Context: an optimization exercise on an open-source flow, tuned for small area and a short achievable clock period. The choices shown serve that exercise and are no tape-out recipe. Power and IR drop assume default switching activity.

==> flow/design.v (excerpt) <==
module bsm_burst_check (
    input  wire         clk,
    input  wire         rst,           
    input  wire         in_valid,
    input  wire [639:0] in_burst,      
    input  wire [47:0]  in_addr,       
    input  wire [13:0]  in_gen,        
    output reg          out_valid,
    output wire [511:0] out_data,      
    output reg  [2:0]   out_cls0,      
    output reg  [2:0]   out_cls1,      
    output reg  [31:0]  out_synd0,     
    output reg  [31:0]  out_synd1,     
    output reg  [1:0]   out_ss,        
    output reg  [1:0]   out_poison,    
    output reg          out_addr_mis,  
    output reg          out_gen_mis,   
    output reg          out_wb,        
    output wire [15:0]  ce_cnt,        
    output wire [15:0]  ue_cnt         
);
For scale: roughly 4000 cells after synthesis, ~37000 sq um of cells after synthesis.
==> module bsm_casement_syn, before the edit <==
module bsm_casement_syn (
    input  wire [288:0] word,
    output wire [15:0]  st,      
    output wire [15:0]  sm,      
    output wire         ss,      
    output wire [2:0]   cls,     
    output wire [15:0]  er,      
    output wire         ce,      
    output wire         ue,      
    output wire         poison   
);
    wire [255:0] d = word[255:0];
    wire [15:0]  tb = word[271:256];
    wire [15:0]  mb = word[287:272];
    wire         sb = word[288];
    reg [15:0] t;
    reg [15:0] m;
    integer    r, c;
    always @* begin
        for (r = 0; r < 16; r = r + 1)
            t[r] = ^d[16*r +: 16];
        for (c = 0; c < 16; c = c + 1) begin
            m[c] = 1'b0;
            for (r = 0; r < 16; r = r + 1)
                m[c] = m[c] ^ d[16*r + c];
        end
    end
    assign st = t ^ tb;
    assign sm = m ^ mb;
    assign ss = (^t) ^ sb;
    wire q = (^tb) ^ sb;
    wire zt, ot, zm, om;
    bsm_onehot16 u_t (.x(st), .z(zt), .o(ot));
    bsm_onehot16 u_m (.x(sm), .z(zm), .o(om));
    wire psn       = ~(|d) & (&tb) & (&mb) & sb;
    wire no_error  = zt & zm & ~q;
    wire data_err  = ot & om & ~q;
    wire check_err = (ot & zm & q) | (zt & om & ~q) | (zt & zm & q);
    wire unc       = ~(psn | no_error | data_err | check_err);
    assign cls    = {psn, psn | check_err | unc, data_err | unc};
    assign er     = st & {16{data_err}};
    assign ce     = data_err | check_err;
    assign ue     = unc;
    assign poison = psn | unc;
endmodule
==> module bsm_burst_check, before the edit <==
module bsm_burst_check (
    input  wire         clk,
    input  wire         rst,           
    input  wire         in_valid,
    input  wire [639:0] in_burst,      
    input  wire [47:0]  in_addr,       
    input  wire [13:0]  in_gen,        
    output reg          out_valid,
    output wire [511:0] out_data,      
    output reg  [2:0]   out_cls0,      
    output reg  [2:0]   out_cls1,      
    output reg  [31:0]  out_synd0,     
    output reg  [31:0]  out_synd1,     
    output reg  [1:0]   out_ss,        
    output reg  [1:0]   out_poison,    
    output reg          out_addr_mis,  
    output reg          out_gen_mis,   
    output reg          out_wb,        
    output wire [15:0]  ce_cnt,        
    output wire [15:0]  ue_cnt         
);
    wire [15:0] st0, sm0, st1, sm1, er0, er1;
    wire        ss0, ss1;
    wire [2:0]  cls0, cls1;
    wire        ce0, ue0, p0, ce1, ue1, p1;
    bsm_casement_syn u_syn0 (
        .word (in_burst[288:0]),
        .st (st0), .sm (sm0), .ss (ss0), .cls (cls0), .er (er0),
        .ce (ce0), .ue (ue0), .poison (p0)
    );
    bsm_casement_syn u_syn1 (
        .word (in_burst[577:289]),
        .st (st1), .sm (sm1), .ss (ss1), .cls (cls1), .er (er1),
        .ce (ce1), .ue (ue1), .poison (p1)
    );
    wire addr_mis  = (in_burst[625:578] != in_addr);
    wire gen_mis   = (in_burst[639:626] != in_gen);
    wire lintel_ok = ~addr_mis & ~gen_mis;
    wire cnt = in_valid & lintel_ok;
    reg [255:0] r_d0, r_d1;
    reg [15:0]  r_er0, r_er1;
    reg [1:0]   r_ce_inc, r_ue_inc;
    reg [15:0]  r_ce, r_ue;        
    always @(posedge clk) begin
        if (rst) begin
            out_valid <= 1'b0;
            r_ce_inc  <= 2'd0;
            r_ue_inc  <= 2'd0;
            r_ce      <= 16'd0;
            r_ue      <= 16'd0;
        end else begin
            out_valid <= in_valid;
            r_ce_inc  <= {cnt & ce0 & ce1, cnt & (ce0 ^ ce1)};
            r_ue_inc  <= {cnt & ue0 & ue1, cnt & (ue0 ^ ue1)};
            r_ce      <= ce_cnt;
            r_ue      <= ue_cnt;
        end
        r_d0         <= in_burst[255:0];
        r_d1         <= in_burst[544:289];
        r_er0        <= er0;
        r_er1        <= er1;
        out_cls0     <= cls0;
        out_cls1     <= cls1;
        out_synd0    <= {sm0, st0};
        out_synd1    <= {sm1, st1};
        out_ss       <= {ss1, ss0};
        out_poison   <= {p1, p0};
        out_addr_mis <= addr_mis;
        out_gen_mis  <= gen_mis;
        out_wb       <= lintel_ok & (ce0 | ce1);
    end
    wire [255:0] data0, data1;
    bsm_casement_fix u_fix0 (
        .d (r_d0), .er (r_er0), .sm (out_synd0[31:16]), .data (data0)
    );
    bsm_casement_fix u_fix1 (
        .d (r_d1), .er (r_er1), .sm (out_synd1[31:16]), .data (data1)
    );
    assign out_data = {data1, data0};
    wire [15:0] ce_p1 = (&r_ce)       ? 16'hFFFF : r_ce + 16'd1;
    wire [15:0] ce_p2 = (&r_ce[15:1]) ? 16'hFFFF : r_ce + 16'd2;
    wire [15:0] ue_p1 = (&r_ue)       ? 16'hFFFF : r_ue + 16'd1;
    wire [15:0] ue_p2 = (&r_ue[15:1]) ? 16'hFFFF : r_ue + 16'd2;
    assign ce_cnt = r_ce_inc[1] ? ce_p2 : r_ce_inc[0] ? ce_p1 : r_ce;
    assign ue_cnt = r_ue_inc[1] ? ue_p2 : r_ue_inc[0] ? ue_p1 : r_ue;
endmodule
==> flow/config.mk <==
export PLATFORM = sky130hd
export DESIGN_NAME = bsm_burst_check
export DESIGN_NICKNAME = bsm_burst_check
export VERILOG_FILES = /design/flow/design.v
export SDC_FILE = /design/flow/constraint.sdc
export NUM_CORES = 4
export LEC_CHECK = 0
export CAP_MARGIN = 20
export CORE_AREA = 60 60 320 320
export DIE_AREA = 0 0 380 380
export SLEW_MARGIN = 20
==> flow/constraint.sdc <==
create_clock -name core_clock -period 10.0 [get_ports {clk}]
set_input_delay 2.0000 -clock core_clock [delete_from_list [all_inputs] [get_ports {clk}]]
set_output_delay 2.0000 -clock core_clock [all_outputs]
set_load 0.01 [all_outputs]
standard.sh (not shown) runs the stock make flow with config.mk's settings and CLKGATE_MAP_FILE= SYNTH_SCRIPT=/design/flow/synth_recipe.tcl, a recipe that flattens the netlist after the stock synthesis.
==> flow/flow/run.sh <==
#!/bin/bash
# The standard layout, with two changes to how it is made:
#  - port buffers are buf_1 cells (the smallest buffer) instead of the
#    resizer's default pick; repair may still size them up;
#  - from clock-tree synthesis on, timing repair aims at a setup slack of
#    SETUP_MARGIN ns at the design's clock period, so the layout is
#    optimised for a shorter achieved period. The clock period and the
#    constraints are unchanged.
# Each make run's full output goes to its own log here; ORFS's per-step
# logs are under orfs/logs.
set -euo pipefail
SETUP_MARGIN=5.0
export BUFFER_PORTS_ARGS="-buffer_cell sky130_fd_sc_hd__buf_1"
bash standard.sh "BUFFER_PORTS_ARGS=$BUFFER_PORTS_ARGS" synth floorplan place \
    > make_synth_place.log 2>&1
bash standard.sh "BUFFER_PORTS_ARGS=$BUFFER_PORTS_ARGS" \
    SETUP_SLACK_MARGIN=$SETUP_MARGIN finish > make_cts_finish.log 2>&1
==> next run, changes <==
--- a/flow/design.v
+++ b/flow/design.v
@@ -36,9 +36,9 @@
     wire no_error  = zt & zm & ~q;
     wire data_err  = ot & om & ~q;
-    wire check_err = (ot & zm & q) | (zt & om & ~q) | (zt & zm & q);
-    wire unc       = ~(psn | no_error | data_err | check_err);
-    assign cls    = {psn, psn | check_err | unc, data_err | unc};
+    wire corr      = (zt | ot) & (q ? zm : om);      
+    wire unc       = ~(psn | no_error | corr);
+    assign cls    = {psn, psn | unc | (corr & ~data_err), data_err | unc};
     assign er     = st & {16{data_err}};
-    assign ce     = data_err | check_err;
+    assign ce     = corr;
     assign ue     = unc;
     assign poison = psn | unc;
@@ -118,6 +118,5 @@
     reg [255:0] r_d0, r_d1;
     reg [15:0]  r_er0, r_er1;
-    reg [1:0]   r_ce_inc, r_ue_inc;
-    reg [15:0]  r_ce, r_ue;        
+    reg [1:0]   r_ce_inc, r_ue_inc;  
     always @(posedge clk) begin
         if (rst) begin
@@ -125,12 +124,8 @@
             r_ce_inc  <= 2'd0;
             r_ue_inc  <= 2'd0;
-            r_ce      <= 16'd0;
-            r_ue      <= 16'd0;
         end else begin
             out_valid <= in_valid;
             r_ce_inc  <= {cnt & ce0 & ce1, cnt & (ce0 ^ ce1)};
             r_ue_inc  <= {cnt & ue0 & ue1, cnt & (ue0 ^ ue1)};
-            r_ce      <= ce_cnt;
-            r_ue      <= ue_cnt;
         end
         r_d0         <= in_burst[255:0];
@@ -156,9 +151,30 @@
     );
     assign out_data = {data1, data0};
-    wire [15:0] ce_p1 = (&r_ce)       ? 16'hFFFF : r_ce + 16'd1;
-    wire [15:0] ce_p2 = (&r_ce[15:1]) ? 16'hFFFF : r_ce + 16'd2;
-    wire [15:0] ue_p1 = (&r_ue)       ? 16'hFFFF : r_ue + 16'd1;
-    wire [15:0] ue_p2 = (&r_ue[15:1]) ? 16'hFFFF : r_ue + 16'd2;
-    assign ce_cnt = r_ce_inc[1] ? ce_p2 : r_ce_inc[0] ? ce_p1 : r_ce;
-    assign ue_cnt = r_ue_inc[1] ? ue_p2 : r_ue_inc[0] ? ue_p1 : r_ue;
+    bsm_err_cnt u_ce (.clk (clk), .rst (rst), .inc (r_ce_inc), .cnt (ce_cnt));
+    bsm_err_cnt u_ue (.clk (clk), .rst (rst), .inc (r_ue_inc), .cnt (ue_cnt));
 endmodule
+module bsm_err_cnt (
+    input  wire        clk,
+    input  wire        rst,
+    input  wire [1:0]  inc,
+    output wire [15:0] cnt
+);
+    reg [15:0] c;
+    reg [14:0] u;
+    reg        cmax;
+    wire sel_u = inc[1] | (inc[0] & c[0]);
+    assign cnt[15:1] = sel_u ? u : c[15:1];
+    assign cnt[0]    = inc[1] ? (c[0] | cmax) :
+                       inc[0] ? (~c[0] | cmax) : c[0];
+    always @(posedge clk) begin
+        if (rst) begin
+            c    <= 16'd0;
+            u    <= 15'd1;
+            cmax <= 1'b0;
+        end else begin
+            c    <= cnt;
+            u    <= (&cnt[15:1]) ? 15'h7FFF : cnt[15:1] + 15'd1;
+            cmax <= &cnt[15:1];
+        end
+    end
+endmodule
=>
- The changed run produced a clean layout
- non-clock buffer count fell by 4
- via count rises slightly
- worst hold slack degrades by 0.061 ns
- worst setup slack is better by 0.13 ns
- combinational power rose slightly
Function was not checked in any run of this note: the RTL went through the layout flow alone.

-- afterwards: timing with drivers on the ports --
The flow's constraints put no driver on any port. The routed layouts listed below were extracted and timed again, unchanged, in two steps. Step 1 (the two cells are an assumption about what drives the block):
set clk [get_ports {clk}]
set_driving_cell -lib_cell sky130_fd_sc_hd__clkbuf_16 $clk
set_driving_cell -lib_cell sky130_fd_sc_hd__buf_2 [delete_from_list [all_inputs] $clk]
Step 2 times the ports against the registers' clock, not the clock port: input delays grow and output delays shrink by t, the midpoint of the rising clock arrivals with the driver on. a / b / c = ideal / step 1 / step 2; a / b = the first two.
run | shift t [ns] | setup WS [ns] | slew at the worst register clock pin (ns) | cell pins on the clock port's net
the first run | 0.703 | 4.923 / 4.931 / 4.228 | 0.07 / 0.07 | 1
the second run | 0.704 | 5.058 / 4.998 / 4.294 | 0.07 / 0.07 | 1
After both steps setup and hold are still met in every run listed. The setup slack of the second run, which loses most, moves by -0.060 ns with the drivers and by -0.764 ns with both steps.
